What follows belongs to an exercise in optimizing a design on an open flow for small area, a short achievable clock period and few clock cycles; a production flow would make more cautious choices.
The RTL was checked by simulation tests, not by an equivalence proof against the original design.

==> run a <==
==> flow/design.v (excerpt) <==
module shaper_slice (
    input  wire         clk,
    input  wire         rst,           
    input  wire [15:0]  ped_hi,
    input  wire [15:0]  ped_lo,
    input  wire         gr,
    input  wire [2:0]   nsec,
    input  wire [399:0] coef,          
    input  wire         emode,
    input  wire [4:0]   pick_idx,
    input  wire [15:0]  egain,
    input  wire [4:0]   eshift,
    input  wire [15:0]  zs_thr,
    input  wire         zs_trig,
    input  wire [2:0]   m_code,        
    input  wire [1:0]   k,             
    input  wire         s_valid,
    output reg          s_ready,
    input  wire [15:0]  s_word,
    input  wire [6:0]   s_tick,
    input  wire         s_last,
    input  wire [1:0]   s_status,
    input  wire         s_clr,
    input  wire         s_cal,
    input  wire         s_test,
    output reg          r_valid,
    output reg  [31:0]  r_word
);
clock: 25.0 ns
lec_check: 0
cap_margin: 20
core_margin: 2
core_utilization: 40
cts_cluster_diameter: 100
cts_cluster_size: 24
place_density: 0.6
slew_margin: 20
standard.sh (not shown) runs the stock make flow with config.mk's settings and CLKGATE_MAP_FILE= SYNTH_SCRIPT=/design/flow/synth_recipe.tcl, a recipe that flattens the netlist after the stock synthesis.
==> flow/flow/run.sh <==
#!/bin/bash
set -euo pipefail
bash standard.sh synth floorplan place > std_place.log 2>&1
SETUP_SLACK_MARGIN=18.5 bash standard.sh cts > std_cts.log 2>&1
bash standard.sh finish > std_finish.log 2>&1
==> inputs of run b, as changes to run a <==
--- a/flow/design.v
+++ b/flow/design.v
@@ -235,12 +235,19 @@
     reg                sel_new;        
     reg  [5:0]         x_n;
     reg  signed [23:0] prev_y;
     reg                prev_ok;
     reg  [2:0]         wake_left;
     reg  signed [23:0] sel_y, sel_a, sel_c;
+    reg  [25:0]        sel_nabs;
+    reg                sel_nneg;
+    reg  [26:0]        sel_dabs;
+    wire signed [25:0] t_ac = $signed({{2{sel_a[23]}}, sel_a}) - $signed({{2{o_y[23]}}, o_y});
+    wire signed [25:0] t_ca = $signed({{2{o_y[23]}}, o_y}) - $signed({{2{sel_a[23]}}, sel_a});
+    wire [26:0]        t_den = ($signed({{3{sel_y[23]}}, sel_y}) <<< 1)
+                             - $signed({{3{sel_a[23]}}, sel_a}) - $signed({{3{o_y[23]}}, o_y});
     reg  [6:0]         sel_tick;
     reg                sel_a_ok, sel_c_ok;
     reg  [5:0]         sel_n;
     reg                f_sat, f_susp, f_cal, f_test;
     reg                cv, c_tok, c_wake;
     reg  [1:0]         c_st;
@@ -278,12 +285,15 @@
                     sel_n    <= o_n;
                     sel_a    <= prev_y;
                     sel_a_ok <= o_pok;
                     sel_c_ok <= 1'b0;
                 end else if (!sel_c_ok && o_n == sel_n + 6'd1) begin
                     sel_c    <= o_y;
+                    sel_nabs <= t_ac[25] ? t_ca : t_ac;
+                    sel_nneg <= t_ac[25];
+                    sel_dabs <= t_den;
                     sel_c_ok <= 1'b1;
                 end
                 prev_y  <= o_y;
                 prev_ok <= 1'b1;
                 x_n     <= o_n + 6'd1;
                 f_sat   <= (!o_first && f_sat)  | o_sat;
@@ -311,17 +321,12 @@
     reg  [1:0]         q_st;
     reg  [6:0]         q_tick;
     wire signed [23:0] m_h   = a2v ? 24'sd0 : q_h;
     reg  [15:0]        q_g;            
     wire [3:0]         m_g   = q_g[3:0];
     wire signed [27:0] m_t   = m_h + q_y * $signed({1'b0, m_g});
-    wire signed [25:0] num     = $signed({{2{sel_a[23]}}, sel_a}) - $signed({{2{sel_c[23]}}, sel_c});
-    wire [26:0]        den_abs = ($signed({{3{sel_y[23]}}, sel_y}) <<< 1)
-                               - $signed({{3{sel_a[23]}}, sel_a}) - $signed({{3{sel_c[23]}}, sel_c});
-    wire signed [25:0] numr    = $signed({{2{sel_c[23]}}, sel_c}) - $signed({{2{sel_a[23]}}, sel_a});
-    wire [26:0]        num_abs = {1'b0, num[25] ? numr : num};
     wire [32:0]        dd    = {1'b0, q_rem} - {2'b00, q_d};
     wire               dq    = !dd[32];
     always @(posedge clk) begin
         if (rst) begin
             a2v <= 1'b0; a3v <= 1'b0; a4v <= 1'b0; a5v <= 1'b0; a6v <= 1'b0;
         end else begin
@@ -333,15 +338,15 @@
         end
         if (a2v || a3v || a4v || a5v)
             q_g <= {4'd0, q_g[15:4]};
         if (cv) begin
             q_g    <= egain_r;
             q_y    <= sel_y;
-            q_rem  <= {1'b0, num_abs, 4'b0} + {5'b0, den_abs};
-            q_d    <= {den_abs, 4'b0};
-            q_nneg <= num[25];
+            q_rem  <= {1'b0, sel_nabs, 4'b0} + {5'b0, sel_dabs};
+            q_d    <= {sel_dabs, 4'b0};
+            q_nneg <= sel_nneg;
             q_tval <= emode_r && sel_c_ok && sel_a_ok && (sel_a < sel_y);
             q_tok  <= c_tok;
             q_st   <= c_st;
             q_wake <= c_wake;
             q_sat  <= f_sat;
             q_susp <= f_susp;
==> flow/flow/run.sh (replaced) <==
#!/bin/bash
# Own layout flow: the standard flow (standard synthesis, floorplan,
# placement, CTS, routing) run step by step, unchanged except that the
# timing repair of the CTS and global-route steps aims at a setup slack of
# SETUP_SLACK_MARGIN ns instead of 0, so the resizer also works on the paths
# that set the achieved period. The clock, the SDC and every constraint stay
# the design's. Each step's make output goes to its own log here; ORFS
# keeps each tool's full log under orfs/logs/.
set -euo pipefail
bash standard.sh synth floorplan place > std_place.log 2>&1
SETUP_SLACK_MARGIN=19.0 bash standard.sh cts > std_cts.log 2>&1
SETUP_SLACK_MARGIN=19.0 bash standard.sh finish > std_finish.log 2>&1
==> inputs of run c, as changes to run a <==
--- a/flow/design.v
+++ b/flow/design.v
@@ -308,36 +308,31 @@
     reg  [30:0]        q_d;            
     reg  [3:0]         q_mag;
     reg                q_nneg, q_tval, q_tok, q_wake, q_sat, q_susp, q_cal, q_test;
     reg  [1:0]         q_st;
     reg  [6:0]         q_tick;
     wire signed [23:0] m_h   = a2v ? 24'sd0 : q_h;
-    reg  [15:0]        q_g;            
-    wire [3:0]         m_g   = q_g[3:0];
+    wire [3:0]         m_g   = a2v ? egain_r[3:0] : a3v ? egain_r[7:4] : a4v ? egain_r[11:8] : egain_r[15:12];
     wire signed [27:0] m_t   = m_h + q_y * $signed({1'b0, m_g});
     wire signed [25:0] num     = $signed({{2{sel_a[23]}}, sel_a}) - $signed({{2{sel_c[23]}}, sel_c});
     wire [26:0]        den_abs = ($signed({{3{sel_y[23]}}, sel_y}) <<< 1)
                                - $signed({{3{sel_a[23]}}, sel_a}) - $signed({{3{sel_c[23]}}, sel_c});
-    wire signed [25:0] numr    = $signed({{2{sel_c[23]}}, sel_c}) - $signed({{2{sel_a[23]}}, sel_a});
-    wire [26:0]        num_abs = {1'b0, num[25] ? numr : num};
+    wire [26:0]        num_abs = num[25] ? -{num[25], num} : {num[25], num};
     wire [32:0]        dd    = {1'b0, q_rem} - {2'b00, q_d};
     wire               dq    = !dd[32];
     always @(posedge clk) begin
         if (rst) begin
             a2v <= 1'b0; a3v <= 1'b0; a4v <= 1'b0; a5v <= 1'b0; a6v <= 1'b0;
         end else begin
             a2v <= cv; a3v <= a2v; a4v <= a3v; a5v <= a4v; a6v <= a5v;
         end
         if (a2v || a3v || a4v || a5v) begin
             q_h  <= m_t[27:4];
             q_lo <= {m_t[3:0], q_lo[15:4]};
         end
-        if (a2v || a3v || a4v || a5v)
-            q_g <= {4'd0, q_g[15:4]};
         if (cv) begin
-            q_g    <= egain_r;
             q_y    <= sel_y;
             q_rem  <= {1'b0, num_abs, 4'b0} + {5'b0, den_abs};
             q_d    <= {den_abs, 4'b0};
             q_nneg <= num[25];
             q_tval <= emode_r && sel_c_ok && sel_a_ok && (sel_a < sel_y);
             q_tok  <= c_tok;
@@ -376,27 +371,23 @@
     reg                r1v, r1_tok, r1_tval, r1_wake, r1_sat, r1_susp, r1_cal, r1_test;
     reg  [1:0]         r1_st;
     reg  [15:0]        r1_elo;         
     reg                r1_ehz;         
     reg                r1_eng;         
     reg                r1_erb;         
-    reg  [12:0]        r1_p;           
+    reg  [5:0]         r1_t;
     wire signed [39:0] e_prod = {q_h, q_lo};
     wire signed [40:0] e_w    = $signed({e_prod, 1'b0}) >>> eshift_r;
     wire signed [5:0]  x16   = !f2_nneg ? -$signed({2'b00, q_mag}) : $signed({2'b00, q_mag});
-    wire signed [15:0] x16e  = {{10{x16[5]}}, x16};
-    wire signed [15:0] x16s  = (k_r == 2'd0) ? (x16e <<< 5) : (k_r == 2'd1) ? (x16e <<< 4)
-                             : (k_r == 2'd2) ? (x16e <<< 3) : (x16e <<< 2);
-    wire signed [15:0] p_pos = $signed({5'b0, f2_tick, 4'b0}) + (f2_tval ? x16s : 16'sd0);
-    wire [11:0] p_u = r1_p[11:0];
+    wire signed [15:0] p_pos = $signed({5'b0, f2_tick, 4'b0})
+                             + (f2_tval ? (x16 * $signed({1'b0, 6'd32 >> k_r})) : 16'sd0);
+    wire [11:0] p_u = p_pos[11:0];
     wire [9:0]  v3a = p_u[11:2];                  
     wire [8:0]  v3b = p_u[11:3];                  
-    wire [15:0] m3a = {v3a[7:0], 7'b0} + {2'b0, v3a[7:0], 5'b0} + {4'b0, v3a[7:0], 3'b0}
-                    + {6'b0, v3a[7:0], 1'b0} + {7'b0, v3a[7:0]};
-    wire [15:0] m3b = {v3b[7:0], 7'b0} + {2'b0, v3b[7:0], 5'b0} + {4'b0, v3b[7:0], 3'b0}
-                    + {6'b0, v3b[7:0], 1'b0} + {7'b0, v3b[7:0]};
+    wire [17:0] m3a = v3a[7:0] * 9'd171;
+    wire [17:0] m3b = v3b[7:0] * 9'd171;
     wire [5:0]  d3a = (v3a >= 10'd192) ? 6'd63 : m3a[14:9];
     wire [5:0]  d3b = (v3b >= 9'd192)  ? 6'd63 : m3b[14:9];
     wire [5:0]  d8  = (p_u[11:3] > 9'd63) ? 6'd63 : p_u[8:3];
     wire [5:0]  d16 = (p_u[11:4] > 8'd63) ? 6'd63 : p_u[9:4];
     wire [5:0]  d32 = (p_u[11:5] > 7'd63) ? 6'd63 : p_u[10:5];
     reg  [5:0]  t_sel;
@@ -420,19 +411,18 @@
         r1_cal  <= f2_cal;
         r1_test <= f2_test;
         r1_elo  <= e_w[16:1];
         r1_ehz  <= !(|e_w[40:17]);
         r1_eng  <= e_w[40];
         r1_erb  <= e_w[0];
-        r1_p    <= {p_pos[15], p_pos[11:0]};
+        r1_t    <= p_pos[15] ? 6'd0 : t_sel;
     end
     wire [16:0] e_inc = {1'b0, r1_elo} + {16'd0, r1_erb};
     wire        e_big = !r1_eng && (!r1_ehz || e_inc[16]);
     wire [15:0] e_val = r1_eng ? 16'd0 : e_big ? 16'hFFFF : e_inc[15:0];
     wire        keep  = e_val >= zs_thr_r;
-    wire [5:0]  r1_t  = r1_p[12] ? 6'd0 : t_sel;
     wire        zero  = zs_trig_r && !keep;
     always @(posedge clk) begin
         r_valid <= r1v && !rst;
         if (r1_tok)
             r_word <= (r1_st == 2'd1) ? 32'h0000_0100 : (r1_st == 2'd2) ? 32'h0000_0200 : 32'h0;
         else
==> flow/run.sh (new file) <==
#!/bin/bash
# synth_recipe.tcl (not shown) runs the flow's synth.tcl, then flattens the netlist and writes it again
# the make line also repeats each setting of config.mk as NAME=value (left out here)
make -C /OpenROAD-flow-scripts/flow DESIGN_CONFIG=/design/flow/config.mk WORK_HOME=/design/flow/orfs CLKGATE_MAP_FILE= SYNTH_SCRIPT=/design/flow/synth_recipe.tcl finish
removed: flow/flow/run.sh
removed: flow/standard.sh
==> notes <==
The lowest cell count belongs to run c, the highest to run b. Setup slack, lowest first: run c, run a, run b. Routed wire length: run b > run c > run a. Critical path depth: run c > run a > run b. Worst hold slack: run a < run c < run b. Die area, highest first: run b, run a, run c. Run b completed without violations. Run a finished with timing, DRC and antenna clean. Run c produced a clean layout. Sequential share of layout area, highest first: run a, run b, run c. First-iteration DRC count, lowest first: run a, run c, run b.
==> figures <==
| item | run c | run a | run b |
|---|---|---|---|
| Result of the run | finished clean | finished clean | finished clean |
| EDFF count, synth | 427 | 443 | 472 |
| Simple-gate area share of the yosys netlist | 6.456% | 6.629% | 6.488% |
| Mux cell area share after synthesis | 4.809% | 4.571% | 4.657% |
| Count of inserted tapcells | 3762 | 3762 | 3781 |
| Total of fill cells in the finished design | 27030 | 26960 | 26830 |
| Number of placed instances with taps included | 14950 | 14970 | 15050 |
| Clock Sink Count | 1328 | 1349 | 1378 |
| Share of cells above drive strength 1 | 6.502% | 6.435% | 9.909% |
| Hold Path End | b_tick[4] | r_y2[0][3] | r_x1[0][20] |
| Seq/Total Area, Yosys | 26.93% | 27.41% | 27.87% |
| Wire length of the first global-routing pass | 677200 µm | 629700 µm | 696200 µm |
| Compound-gate portion of the synthesized area | 14.94% | 15.01% | 15.16% |
| Worst Setup Slack, final | 15.91 ns | 18.40 ns | 18.64 ns |
| Routed wire per std cell | 31.63 µm | 28.35 µm | 33.01 µm |
| Die outline height | 539.2 µm | 539.5 µm | 542.4 µm |
| CTS-repair resized insts | 0 | 45 | 477 |
| Worst max-slew margin expressed relative to the limit | 7.211% | 17.71% | 17.03% |
| Buffer count from post-CTS setup fixing | 0 | 0 | 12 |
Testbench counts of run a, summed over its fixed seeds: cycles 183,221.
Testbench counts of run b, summed over its fixed seeds: cycles 183,221.
Testbench counts of run c, summed over its fixed seeds: cycles 183,221.

port drivers added, routing unchanged:
In the flow no input, the clock included, has a driving cell. The finished layouts below were timed again as built, in two steps.
Step 1, drivers: a clkbuf_16 drives clk and a buf_2 each remaining input, both assumed.
Step 2 times the ports against the registers' clock, not the clock port: input delays grow and output delays shrink by t, the midpoint of the rising clock arrivals with the driver on.
Slacks: ideal ports / drivers / drivers and shift; pairs: ideal ports / drivers.
run | t (ns) | setup WS [ns] | worst slew at a driven data input, ns
run a | 0.868 | 18.403 / 18.403 / 18.337 | 0.13
run b | 0.980 | 18.643 / 18.553 / 18.306 | 0.11
run c | 0.924 | 15.911 / 15.911 / 15.911 | 0.13
After both steps setup and hold are still met in every run listed. For run b, which loses most, drivers alone change the setup slack by -0.090 ns; drivers and shift together by -0.337 ns.
